This design comes from an exercise in tuning for small area, a short achievable clock period and few clock cycles per item on the open sky130 flow, not from production work. Function not checked in this run: the RTL went through the layout flow alone. Power and IR drop assume default switching activity.

`flow/flow/run.sh`:
```
#!/bin/bash
# Standard ORFS layout (the standard.sh) with two changes to how it is made:
#  * port buffers use the small sky130_fd_sc_hd__buf_1 instead of the default pick;
#  * timing repair aims for extra setup slack beyond the clock period.
set -euo pipefail
export BUFFER_PORTS_ARGS="-buffer_cell sky130_fd_sc_hd__buf_1"
export SETUP_SLACK_MARGIN=6
bash standard.sh > standard_sh.log 2>&1
```
`flow/standard.sh`:
```
#!/bin/bash
# synth_recipe.tcl (not shown) runs the flow's synth.tcl, then flattens the netlist and writes it again
# the make line also repeats each setting of config.mk as NAME=value (left out here)
make -C /OpenROAD-flow-scripts/flow DESIGN_CONFIG=/design/flow/config.mk WORK_HOME=/design/flow/orfs CLKGATE_MAP_FILE= SYNTH_SCRIPT=/design/flow/synth_recipe.tcl "${@:-finish}"
```
`flow/config.mk`:
```
export PLATFORM = sky130hd
export DESIGN_NAME = sec_sha256
export DESIGN_NICKNAME = sec_sha256
export VERILOG_FILES = /design/flow/design.v
export SDC_FILE = /design/flow/constraint.sdc
export NUM_CORES = 4
export LEC_CHECK = 0
export CAP_MARGIN = 20
export CORE_MARGIN = 2
export CORE_UTILIZATION = 40
export CTS_BUF_LIST = sky130_fd_sc_hd__clkbuf_16
export CTS_CLUSTER_DIAMETER = 150
export CTS_CLUSTER_SIZE = 20
export SLEW_MARGIN = 20
```
`flow/constraint.sdc`:
```
create_clock -name core_clock -period 11.0 [get_ports {clk}]
set_input_delay 2.2000 -clock core_clock [delete_from_list [all_inputs] [get_ports {clk}]]
set_output_delay 2.2000 -clock core_clock [all_outputs]
set_load 0.01 [all_outputs]
```
`flow/design.v`:
```
module sec_sha256 (
    input  wire         clk,
    input  wire         rst,       
    input  wire         start,     
    input  wire         first,     
    input  wire [511:0] block,     
    output wire         ready,
    output wire [255:0] digest     
);
    localparam [255:0] IV = {32'h6a09e667, 32'hbb67ae85, 32'h3c6ef372, 32'ha54ff53a,
                             32'h510e527f, 32'h9b05688c, 32'h1f83d9ab, 32'h5be0cd19};
    localparam [31:0] K0 = 32'h428a2f98;
    reg       busy;
    reg       idle;     
    reg [5:0] cnt;      
    reg       last;     
    reg       fin;      
    reg       nfin;     
    assign ready = ~busy;
    always @(posedge clk) begin
        if (rst) begin
            busy <= 1'b0;
            idle <= 1'b1;
            cnt  <= 6'd0;
            last <= 1'b0;
            fin  <= 1'b0;
            nfin <= 1'b1;
        end else if (busy) begin
            cnt  <= cnt + 6'd1;
            last <= (cnt == 6'd63) & ~last;
            fin  <= ((cnt == 6'd60) | (cnt == 6'd61) | (cnt == 6'd62) | (cnt == 6'd63)) & ~last;
            nfin <= ~(((cnt == 6'd60) | (cnt == 6'd61) | (cnt == 6'd62) | (cnt == 6'd63)) & ~last);
            if (last) begin
                busy <= 1'b0;
                idle <= 1'b1;
            end
        end else begin
            cnt  <= 6'd0;
            last <= 1'b0;
            fin  <= 1'b0;
            nfin <= 1'b1;
            if (start) begin
                busy <= 1'b1;
                idle <= 1'b0;
            end
        end
    end
    wire [63:0] oh = 64'd1 << cnt;
    wire [31:0] kn;
    assign kn[0] = oh[0] | oh[1] | oh[2] | oh[3] | oh[4] | oh[6] | oh[8] | oh[10] | oh[13] | oh[15] | oh[19] | oh[24] | oh[26] | oh[27] | oh[28] | oh[29] | oh[30] | oh[31] | oh[34] | oh[36] | oh[38] | oh[39] | oh[40] | oh[42] | oh[43] | oh[45] | oh[50] | oh[51] | oh[53] | oh[54] | oh[56] | oh[60] | oh[61];
    assign kn[1] = oh[1] | oh[3] | oh[9] | oh[10] | oh[12] | oh[13] | oh[16] | oh[17] | oh[19] | oh[20] | oh[22] | oh[23] | oh[26] | oh[27] | oh[28] | oh[30] | oh[34] | oh[36] | oh[37] | oh[40] | oh[42] | oh[47] | oh[51] | oh[52] | oh[53] | oh[54] | oh[55] | oh[56] | oh[59] | oh[60] | oh[61] | oh[62];
    assign kn[2] = oh[1] | oh[2] | oh[5] | oh[6] | oh[9] | oh[11] | oh[12] | oh[13] | oh[14] | oh[16] | oh[17] | oh[18] | oh[19] | oh[21] | oh[24] | oh[26] | oh[28] | oh[30] | oh[31] | oh[33] | oh[35] | oh[37] | oh[38] | oh[44] | oh[45] | oh[47] | oh[49] | oh[50] | oh[53] | oh[55] | oh[56] | oh[57] | oh[61];
    assign kn[3] = oh[1] | oh[3] | oh[7] | oh[9] | oh[12] | oh[18] | oh[19] | oh[20] | oh[21] | oh[22] | oh[24] | oh[25] | oh[32] | oh[33] | oh[36] | oh[37] | oh[40] | oh[43] | oh[48] | oh[49] | oh[52] | oh[53] | oh[55] | oh[56] | oh[58] | oh[59] | oh[60];
    assign kn[4] = oh[0] | oh[3] | oh[4] | oh[6] | oh[7] | oh[9] | oh[11] | oh[12] | oh[14] | oh[21] | oh[22] | oh[23] | oh[27] | oh[29] | oh[32] | oh[33] | oh[34] | oh[35] | oh[36] | oh[41] | oh[43] | oh[46] | oh[47] | oh[50] | oh[51] | oh[54] | oh[57] | oh[59] | oh[61] | oh[62];
    assign kn[5] = oh[2] | oh[4] | oh[5] | oh[9] | oh[11] | oh[12] | oh[13] | oh[14] | oh[19] | oh[20] | oh[24] | oh[27] | oh[30] | oh[32] | oh[33] | oh[36] | oh[37] | oh[39] | oh[41] | oh[42] | oh[44] | oh[46] | oh[50] | oh[51] | oh[54] | oh[55] | oh[56] | oh[59] | oh[60] | oh[61] | oh[62];
    assign kn[6] = oh[1] | oh[3] | oh[4] | oh[6] | oh[10] | oh[11] | oh[12] | oh[14] | oh[15] | oh[17] | oh[18] | oh[19] | oh[21] | oh[22] | oh[23] | oh[24] | oh[25] | oh[26] | oh[27] | oh[28] | oh[29] | oh[30] | oh[33] | oh[35] | oh[40] | oh[41] | oh[46] | oh[49] | oh[52] | oh[53] | oh[54] | oh[55] | oh[56] | oh[59] | oh[60] | oh[61] | oh[62];
    assign kn[7] = oh[0] | oh[1] | oh[2] | oh[4] | oh[5] | oh[6] | oh[7] | oh[9] | oh[10] | oh[12] | oh[13] | oh[15] | oh[16] | oh[17] | oh[18] | oh[20] | oh[21] | oh[22] | oh[25] | oh[26] | oh[27] | oh[31] | oh[33] | oh[36] | oh[38] | oh[39] | oh[42] | oh[45] | oh[50] | oh[51] | oh[54] | oh[55] | oh[59] | oh[60] | oh[61] | oh[62];
    assign kn[8] = oh[1] | oh[2] | oh[4] | oh[8] | oh[9] | oh[10] | oh[11] | oh[12] | oh[14] | oh[15] | oh[16] | oh[17] | oh[18] | oh[21] | oh[23] | oh[25] | oh[26] | oh[27] | oh[28] | oh[29] | oh[30] | oh[32] | oh[33] | oh[34] | oh[35] | oh[37] | oh[41] | oh[42] | oh[45] | oh[47] | oh[49] | oh[54] | oh[56] | oh[59] | oh[61];
    assign kn[9] = oh[1] | oh[2] | oh[3] | oh[5] | oh[6] | oh[7] | oh[8] | oh[13] | oh[16] | oh[24] | oh[25] | oh[26] | oh[27] | oh[29] | oh[31] | oh[35] | oh[36] | oh[40] | oh[41] | oh[44] | oh[49] | oh[52] | oh[53] | oh[54] | oh[55] | oh[56] | oh[58] | oh[59] | oh[61];
    assign kn[10] = oh[0] | oh[6] | oh[9] | oh[10] | oh[11] | oh[13] | oh[16] | oh[17] | oh[19] | oh[20] | oh[24] | oh[25] | oh[26] | oh[33] | oh[34] | oh[38] | oh[40] | oh[44] | oh[45] | oh[48] | oh[49] | oh[50] | oh[51] | oh[54] | oh[59] | oh[60];
    assign kn[11] = oh[1] | oh[2] | oh[6] | oh[7] | oh[8] | oh[10] | oh[11] | oh[15] | oh[17] | oh[19] | oh[21] | oh[22] | oh[26] | oh[27] | oh[30] | oh[31] | oh[33] | oh[34] | oh[36] | oh[37] | oh[38] | oh[39] | oh[41] | oh[43] | oh[48] | oh[50] | oh[51] | oh[52] | oh[53] | oh[54] | oh[57] | oh[59] | oh[60] | oh[62];
    assign kn[12] = oh[1] | oh[2] | oh[4] | oh[6] | oh[8] | oh[10] | oh[11] | oh[12] | oh[14] | oh[17] | oh[23] | oh[26] | oh[28] | oh[35] | oh[42] | oh[45] | oh[49] | oh[50] | oh[57] | oh[59] | oh[62];
    assign kn[13] = oh[1] | oh[7] | oh[10] | oh[12] | oh[14] | oh[15] | oh[18] | oh[19] | oh[21] | oh[25] | oh[26] | oh[29] | oh[30] | oh[32] | oh[33] | oh[35] | oh[38] | oh[39] | oh[40] | oh[43] | oh[45] | oh[46] | oh[48] | oh[49] | oh[50] | oh[52] | oh[54] | oh[56] | oh[57] | oh[59] | oh[60] | oh[61] | oh[62];
    assign kn[14] = oh[0] | oh[1] | oh[2] | oh[3] | oh[6] | oh[8] | oh[10] | oh[11] | oh[14] | oh[15] | oh[16] | oh[23] | oh[24] | oh[26] | oh[29] | oh[33] | oh[35] | oh[37] | oh[39] | oh[40] | oh[42] | oh[43] | oh[47] | oh[48] | oh[49] | oh[53] | oh[54] | oh[56] | oh[57] | oh[59] | oh[60] | oh[62];
    assign kn[15] = oh[1] | oh[2] | oh[3] | oh[5] | oh[7] | oh[9] | oh[12] | oh[14] | oh[17] | oh[18] | oh[20] | oh[21] | oh[22] | oh[24] | oh[28] | oh[37] | oh[39] | oh[41] | oh[43] | oh[46] | oh[47] | oh[50] | oh[52] | oh[53] | oh[55] | oh[59] | oh[61];
    assign kn[16] = oh[0] | oh[2] | oh[4] | oh[5] | oh[7] | oh[8] | oh[9] | oh[14] | oh[15] | oh[17] | oh[19] | oh[22] | oh[24] | oh[25] | oh[26] | oh[28] | oh[30] | oh[31] | oh[32] | oh[39] | oh[41] | oh[44] | oh[48] | oh[55] | oh[56] | oh[58] | oh[61] | oh[62];
    assign kn[17] = oh[0] | oh[3] | oh[5] | oh[7] | oh[8] | oh[11] | oh[12] | oh[14] | oh[15] | oh[16] | oh[23] | oh[25] | oh[28] | oh[29] | oh[31] | oh[32] | oh[35] | oh[36] | oh[37] | oh[38] | oh[39] | oh[40] | oh[41] | oh[43] | oh[45] | oh[46] | oh[48] | oh[54] | oh[55] | oh[58] | oh[59];
    assign kn[18] = oh[0] | oh[2] | oh[3] | oh[5] | oh[6] | oh[7] | oh[10] | oh[11] | oh[12] | oh[13] | oh[16] | oh[18] | oh[20] | oh[23] | oh[28] | oh[31] | oh[33] | oh[39] | oh[42] | oh[45] | oh[47] | oh[48] | oh[51] | oh[53] | oh[54] | oh[55] | oh[56] | oh[58] | oh[59];
    assign kn[19] = oh[5] | oh[6] | oh[10] | oh[11] | oh[12] | oh[13] | oh[14] | oh[15] | oh[16] | oh[18] | oh[19] | oh[22] | oh[23] | oh[26] | oh[29] | oh[30] | oh[32] | oh[33] | oh[34] | oh[35] | oh[36] | oh[39] | oh[40] | oh[41] | oh[42] | oh[44] | oh[45] | oh[46] | oh[49] | oh[51] | oh[52] | oh[53] | oh[54] | oh[55] | oh[57] | oh[59] | oh[61];
    assign kn[20] = oh[0] | oh[2] | oh[3] | oh[4] | oh[5] | oh[6] | oh[9] | oh[11] | oh[12] | oh[13] | oh[14] | oh[15] | oh[16] | oh[20] | oh[21] | oh[22] | oh[23] | oh[24] | oh[26] | oh[31] | oh[32] | oh[34] | oh[38] | oh[39] | oh[40] | oh[43] | oh[44] | oh[48] | oh[50] | oh[51] | oh[52] | oh[53] | oh[59] | oh[60] | oh[61] | oh[62];
    assign kn[21] = oh[0] | oh[2] | oh[4] | oh[5] | oh[9] | oh[11] | oh[16] | oh[19] | oh[20] | oh[21] | oh[22] | oh[23] | oh[24] | oh[27] | oh[28] | oh[30] | oh[31] | oh[33] | oh[34] | oh[36] | oh[38] | oh[39] | oh[42] | oh[46] | oh[47] | oh[48] | oh[50] | oh[54] | oh[56] | oh[59] | oh[61] | oh[62];
    assign kn[22] = oh[1] | oh[3] | oh[4] | oh[12] | oh[13] | oh[17] | oh[19] | oh[20] | oh[22] | oh[26] | oh[27] | oh[29] | oh[36] | oh[37] | oh[38] | oh[41] | oh[42] | oh[46] | oh[49] | oh[52] | oh[57] | oh[58] | oh[60] | oh[61] | oh[62];
    assign kn[23] = oh[1] | oh[2] | oh[4] | oh[8] | oh[11] | oh[12] | oh[13] | oh[14] | oh[15] | oh[16] | oh[17] | oh[19] | oh[21] | oh[22] | oh[27] | oh[28] | oh[29] | oh[31] | oh[37] | oh[39] | oh[43] | oh[44] | oh[47] | oh[50] | oh[52] | oh[53] | oh[55] | oh[56] | oh[57] | oh[58] | oh[59] | oh[61];
    assign kn[24] = oh[0] | oh[1] | oh[2] | oh[3] | oh[4] | oh[6] | oh[10] | oh[13] | oh[14] | oh[16] | oh[17] | oh[19] | oh[26] | oh[28] | oh[31] | oh[33] | oh[34] | oh[35] | oh[37] | oh[42] | oh[43] | oh[47] | oh[49] | oh[51] | oh[53];
    assign kn[25] = oh[5] | oh[6] | oh[8] | oh[11] | oh[13] | oh[16] | oh[17] | oh[20] | oh[22] | oh[26] | oh[27] | oh[29] | oh[31] | oh[32] | oh[34] | oh[36] | oh[38] | oh[39] | oh[41] | oh[42] | oh[44] | oh[48] | oh[49] | oh[52] | oh[53] | oh[61] | oh[62];
    assign kn[26] = oh[1] | oh[9] | oh[10] | oh[15] | oh[16] | oh[17] | oh[18] | oh[19] | oh[21] | oh[22] | oh[26] | oh[27] | oh[28] | oh[29] | oh[30] | oh[31] | oh[32] | oh[33] | oh[35] | oh[36] | oh[42] | oh[44] | oh[45] | oh[48] | oh[49] | oh[50] | oh[52] | oh[55] | oh[57] | oh[58] | oh[60] | oh[61] | oh[62];
    assign kn[27] = oh[2] | oh[3] | oh[4] | oh[6] | oh[7] | oh[13] | oh[16] | oh[17] | oh[19] | oh[20] | oh[21] | oh[23] | oh[24] | oh[26] | oh[32] | oh[33] | oh[40] | oh[47] | oh[48] | oh[51] | oh[52] | oh[53] | oh[54] | oh[56] | oh[58] | oh[61];
    assign kn[28] = oh[0] | oh[1] | oh[3] | oh[4] | oh[5] | oh[7] | oh[8] | oh[10] | oh[11] | oh[13] | oh[21] | oh[22] | oh[23] | oh[25] | oh[26] | oh[28] | oh[30] | oh[34] | oh[36] | oh[38] | oh[43] | oh[44] | oh[45] | oh[46] | oh[47] | oh[48] | oh[50] | oh[51] | oh[53] | oh[55] | oh[56] | oh[59] | oh[61];
    assign kn[29] = oh[0] | oh[1] | oh[2] | oh[3] | oh[6] | oh[9] | oh[11] | oh[15] | oh[16] | oh[18] | oh[19] | oh[22] | oh[24] | oh[25] | oh[26] | oh[31] | oh[32] | oh[35] | oh[36] | oh[39] | oh[40] | oh[45] | oh[49] | oh[50] | oh[51] | oh[54] | oh[55] | oh[56] | oh[60] | oh[61];
    assign kn[30] = oh[0] | oh[2] | oh[4] | oh[7] | oh[10] | oh[11] | oh[14] | oh[15] | oh[16] | oh[20] | oh[21] | oh[22] | oh[27] | oh[28] | oh[33] | oh[34] | oh[35] | oh[36] | oh[41] | oh[42] | oh[43] | oh[44] | oh[45] | oh[52] | oh[53] | oh[54] | oh[55] | oh[56] | oh[62];
    assign kn[31] = oh[1] | oh[2] | oh[5] | oh[6] | oh[7] | oh[12] | oh[13] | oh[14] | oh[15] | oh[16] | oh[23] | oh[24] | oh[25] | oh[26] | oh[27] | oh[28] | oh[37] | oh[38] | oh[39] | oh[40] | oh[41] | oh[42] | oh[43] | oh[44] | oh[45] | oh[57] | oh[58] | oh[59] | oh[60] | oh[61] | oh[62];
    function [31:0] add32(input [31:0] u, input [31:0] v);
        reg [31:0] g, p, G, P, G2, P2;
        integer i, l, dd;
        begin
            g = u & v; p = u ^ v; G = g; P = p;
            for (l = 0; l < 5; l = l + 1) begin
                dd = 1 << l; G2 = G; P2 = P;
                for (i = 0; i < 32; i = i + 1)
                    if ((i / dd) % 2 == 1) begin
                        G2[i] = G[i] | (P[i] & G[(i/dd)*dd - 1]);
                        P2[i] = P[i] & P[(i/dd)*dd - 1];
                    end
                G = G2; P = P2;
            end
            add32 = p ^ {G[30:0], 1'b0};
        end
    endfunction
    function [63:0] csa(input [31:0] x, input [31:0] y, input [31:0] z);
        csa = {((x & y) | (x & z) | (y & z)) << 1, x ^ y ^ z};
    endfunction
    reg [31:0] R0, R1, R2, R3, R4, R5, R6, R7;    
    reg [31:0] a, b, c, d, e, f, g;
    reg [31:0] W [0:15];    
    reg [31:0] ps, pc;      
    wire [31:0] se = add32(R7, e);    
    wire [31:0] s1_e = {e[5:0], e[31:6]} ^ {e[10:0], e[31:11]} ^ {e[24:0], e[31:25]};
    wire [31:0] ch   = (e & f) ^ (~e & g);
    wire [31:0] s0_a = {a[1:0], a[31:2]} ^ {a[12:0], a[31:13]} ^ {a[21:0], a[31:22]};
    wire [31:0] maj  = (a & b) | (a & c) | (b & c);
    wire [63:0] cq  = csa(ps, pc, ch);
    wire [63:0] ca1 = {((s0_a & s1_e) | (s0_a & maj) | (s1_e & maj)) << 1,
                       {a[1:0], a[31:2]} ^ {a[12:0], a[31:13]} ^ {a[21:0], a[31:22]} ^
                       {e[5:0], e[31:6]} ^ {e[10:0], e[31:11]} ^ {e[24:0], e[31:25]} ^ maj};
    wire [63:0] ca2 = csa(cq[31:0], cq[63:32], ca1[31:0]);
    wire [63:0] ca3 = csa(ca2[31:0], ca2[63:32], ca1[63:32]);
    wire [31:0] a_new = add32(ca3[31:0], ca3[63:32]);
    wire [63:0] ce1 = csa(cq[31:0], cq[63:32], d);
    wire [63:0] ce2 = csa(ce1[31:0], ce1[63:32], s1_e);
    wire [31:0] e_new = add32(ce2[31:0], ce2[63:32]);
    wire [31:0] w1   = W[1];
    wire [31:0] w14  = W[14];
    wire [31:0] ss0  = {w1[6:0], w1[31:7]} ^ {w1[17:0], w1[31:18]} ^ {3'b000, w1[31:3]};
    wire [31:0] ss1  = {w14[16:0], w14[31:17]} ^ {w14[18:0], w14[31:19]} ^ {10'b0, w14[31:10]};
    wire [63:0] cw1  = csa(ss1, ss0, W[9]);
    wire [63:0] cw2  = csa(cw1[31:0], cw1[63:32], W[0]);
    wire [31:0] w_new = add32(({32{nfin}} & cw2[31:0])  | ({32{fin}} & R3),
                              ({32{nfin}} & cw2[63:32]) | ({32{fin}} & a));
    wire [31:0] sa    = w_new;    
    wire [31:0] h_init = first ? IV[31:0] : R7;
    wire [63:0] p_run  = csa(g, kn, W[1]);
    wire [63:0] p_init = csa(h_init, K0, block[511:480]);
    wire        ld_iv  = idle & start & first;    
    wire        hold   = ~fin & ~ld_iv;            
    wire        ld_r   = idle & ~first;            
    wire        ld_c   = idle & first;             
    integer i;
    always @(posedge clk) begin
        for (i = 0; i < 15; i = i + 1)
            W[i] <= ({32{busy}} & W[i+1]) | ({32{idle}} & block[511 - 32*i -: 32]);
        W[15] <= ({32{busy}} & w_new) | ({32{idle}} & block[31:0]);
        {pc, ps} <= ({64{busy}} & p_run) | ({64{idle}} & p_init);
        a <= ({32{busy}} & a_new) | ({32{ld_r}} & R0) | ({32{ld_c}} & IV[255:224]);
        b <= ({32{busy}} & a)     | ({32{ld_r}} & R1) | ({32{ld_c}} & IV[223:192]);
        c <= ({32{busy}} & b)     | ({32{ld_r}} & R2) | ({32{ld_c}} & IV[191:160]);
        d <= ({32{busy}} & c)     | ({32{ld_r}} & R3) | ({32{ld_c}} & IV[159:128]);
        e <= ({32{busy}} & e_new) | ({32{ld_r}} & R4) | ({32{ld_c}} & IV[127:96]);
        f <= ({32{busy}} & e)     | ({32{ld_r}} & R5) | ({32{ld_c}} & IV[95:64]);
        g <= ({32{busy}} & f)     | ({32{ld_r}} & R6) | ({32{ld_c}} & IV[63:32]);
        R0 <= ({32{fin}} & sa) | ({32{hold}} & R0) | ({32{ld_iv}} & IV[255:224]);
        R1 <= ({32{fin}} & R0) | ({32{hold}} & R1) | ({32{ld_iv}} & IV[223:192]);
        R2 <= ({32{fin}} & R1) | ({32{hold}} & R2) | ({32{ld_iv}} & IV[191:160]);
        R3 <= ({32{fin}} & R2) | ({32{hold}} & R3) | ({32{ld_iv}} & IV[159:128]);
        R4 <= ({32{fin}} & se) | ({32{hold}} & R4) | ({32{ld_iv}} & IV[127:96]);
        R5 <= ({32{fin}} & R4) | ({32{hold}} & R5) | ({32{ld_iv}} & IV[95:64]);
        R6 <= ({32{fin}} & R5) | ({32{hold}} & R6) | ({32{ld_iv}} & IV[63:32]);
        R7 <= ({32{fin}} & R6) | ({32{hold}} & R7) | ({32{ld_iv}} & IV[31:0]);
    end
    assign digest = {R0, R1, R2, R3, R4, R5, R6, R7};
endmodule
```
==> flow_summary.ini <==
[sta]
finalCritPeriodShare = 0.4577
clock.fmax_mhz = 198.6
slew_violations = 0
skew_ns = 0.02578
period_needed_ns = 5.035
setup_ws_ns = 5.965
hold-worst-slack_ns = 0.4509
worstMarginPinSlew_ns = 1.285
rsz0062_at_grt = true
finalSetupTns_ns = 0
hold_violations = 0
slew_headroom = 0.1432
setup_viol = 0

[yosys]
yosysWarnings = 2
yosysUniqueCellTypes = 69
yosys.area.top_type = dfxtp_1
yosysSeqAreaShare = 0.4105
synth.top_cell.area_share = 0.4105
synth_flop_cell = dfxtp_1
synth-edff-count = 0
ys_async_sr_fraction = 0
synth-simple-area-share = 0.09586
synth_fa_ha_area_frac = 0.1450
synthXorXnorAreaFrac = 0.06958
synth_top_family_by_area = compound AO/OA/AOI/OAI gates
syn_area_per_cell_sq_um = 9.535
synth_fp_nets = 6388
synth_area_sq_um = 51990
muxShareOfSynthArea = 0.02214
synthCells = 5452
synth_common_cells = 1066 x dfxtp_1, 796 x nand2_1, 619 x a22o_1
synth_compound_area_frac = 0.2089
synthTopCellsByArea = dfxtp_1 41%, a22o_1 10%, fa_1 10%, nand2_1 5.7%, xnor2_1 5.5%
ys_ff_latch = 1066
synth_most_common_cell = dfxtp_1

[setup_path]
critPathLaunchType = register
criticalPathCategory = register to register
max_stage_delay_ns = 0.86
endpoint_kind = register
r2r_slack_ns = 5.97
crit_top_cell = nor2_1
cp_top_family = simple AND/OR/NAND/NOR gates
cp.buffers_inverters = 2
crit_slowest_cell = nor3_1
r2r-start = cnt[2]
worstPathCellList = buf_4 > inv_1 > nand2_1 > nor2_1 > nor2_1 > a21oi_1 > a311oi_1 > nand4_1 > nor3_1 > fa_1 > o21ai_0
cp.arrival_ns = 5.59
worstPathMaxFanout = 39
cp.required_ns = 11.56
r2r_end = ps[28]
reg2reg_depth = 11
startpoint = cnt[2]
crit_path_end = ps[28]
cp_num_cells = 11

[global_route]
grt_pass1_vias = 41990
antenna_found_initial = 20
grt_pass1_wl_microns = 324600
grt_max_degree = 251
overflow = 0
grt_use_total = 0.3455

[route]
drt-pass1-iter-count = 6
routed_wl_microns = 239600
drt-initial-drc-count = 5465
detail_route.wl_per_cell_microns = 31.10
viasPerCell = 5.814
post-route-drc-count = 0
ant_nets = 0
vias = 44790

[final_layout]
syn_to_final_growth_pct = 11.64
multi_input_area_sq_um = 28410
nets = 6883
n_fill_cell = 12860
register_area_sq_um = 21450
drive_gt1_frac = 0.04350

[clock_network]
htreeDepth = 2
cts_hold_buffers = 0
clkLatencyLatePin_ns = 0.72
cts_buffers = 59
cts_root_buf = clkbuf_16
cts.path.max_buffers = 3
clkSinkCount = 1066
path_clk_slew_ns = 0.09
cts_tree = yes

[floorplanning]
core-area_sq_um = 129300
row_count = 132
io_pins = 773
die_h_microns = 364.5
die_area_sq_um = 132900
die_w_microns = 364.5
start_util = 0.4020

[hold_path]
hold_path.class = register to register

[flow_run]
cap_viol_max_count = 0

[power]
power.density_nw_per_um2 = 429.9
ir_drop_uv = 675.1
power_uw = 24950
leakagePower_uw = 0.02349

[outcome]
outcome = timing/DRC/antenna clean

[placement]
gp_congestion = 0.9954
port-buffer-count = 772
hpwl_microns = 188600
pre_cts_ws_ns = 5.584
## state kept, by name, indices dropped and copies added, names as in the netlist, 6 cells and up
name and count:
R7 32, R1 32, b 32, R2 32
ps 32, R5 32, f 32, R4 32
a 32, cnt 6, g 32, pc 31
R0 32, c 32, e 32, d 32
W 512, R6 32, R3 32
## layout by cell type, fill, tap and decap left out, drive strengths merged, types with 60 or more instances in the layout
cell type	synthesis	routed
clkbuf	365	60
ha	160	160
nand2	796	796
nor2	180	180
mux2i	115	115
fa	260	260
inv	260	266
dfxtp	1066	1066
xor2	88	88
a22o	620	620
o22ai	61	61
xnor2	325	325
a21oi	123	123
o21ai	482	482
buf	40	838
## layout make-up
| cell class | count | share of cell area |
|---|---|---|
| inverters | 260 | 0.01686 |
| clock buffers | 59 | 0.02544 |
| well taps | 1742 | 0.03755 |
| repair buffers | 839 | 0.05937 |
| diodes | 8 | 0.0003449 |
| multi-input cells | 3721 | 0.4894 |
| clock inverters | 9 | 0.001380 |
| flip-flops and latches | 1066 | 0.3696 |
## cell families after synthesis
logic type	Yosys count
simple gates	1199
flops	1066
mux	115
buf+inv	665
compound gates	1541
xor+xnor	413
fa+ha+maj	453
## worst min-delay path, delay by kind of cell (launching register included)
family,cells,cell delay (ns)
flip-flops,1,0.32
AND/OR/NAND/NOR,2,0.10
## timing repair
| item | 4_1_cts | 5_1_grt |
|---|---|---|
| hold endpoints to repair | 0 | 0 |
| setup endpoints to repair | 34 | 56 |
| buffers inserted | 2 | 6 |
| gates resized for setup | 29 | 88 |
| pin swaps | 3 | 10 |
## per-layer routing
metal  vias up  GRT usage  share of wire
met5         -          0        0.00030
met4        12     0.1566          0.050
met3       423    0.07541          0.092
met2      2270     0.5289           0.44
met1     22330     0.4660           0.41
li1      19760          -              -
## how the worst min path moves through the flow
stage                          from   endpoint  slack (ns)  depth (start not counted)
final                         f[26]      g[26]        0.45                          2
after global routing      W[11][19]  W[10][19]        0.46                          1
after CTS                     f[26]      g[26]        0.45                          2
after detailed placement      f[25]      g[25]        0.43                          2
after global placement         f[3]       g[3]        0.43                          2
after floorplan               f[24]      g[24]        0.42                          2
## report_power, final
group	switching, uW	leakage (uW)	internal [uW]
combinational	10200	0.0138	7500
clock	1350	0.000773	966
sequential	574	0.00887	4360
total	12100	0.0235	12800
## metrics by stage
stage / util / area [sq um] / std cells
after floorplan: - / 51990 / 5452
after CTS: 0.4464 / 57720 / 7690
after global routing: 0.4487 / 58030 / 7698
final: 0.4488 / 58040 / 7704
after detailed placement: 0.4336 / 56070 / 7620
after global placement: 0.4335 / 56060 / 7619

==> static timing again, ports no longer ideal <==
The results above use ideal ports. As a check the final layout listed here was re-extracted and re-timed, cells and wires unchanged.
Step 1: set_driving_cell puts a clkbuf_16 on clk and a buf_2 on each other input, an assumption about the parent block.
Step 2 adds t to the input delays and takes it off the output delays; t is the mean of the earliest and latest rising clock arrival at the registers after step 1. Input paths then give back, and output paths get back, about the clock's delay inside the block.
Three values: ideal, step 1, step 2; two values: the first two.
t, ns: 0.792
setup WS [ns]: 5.965 / 5.965 / 5.562
pins driven straight from the clock port: 1
After both steps setup and hold are still met in this run. For this run, drivers alone change the setup slack by 0.000 ns; drivers and shift together by -0.403 ns.
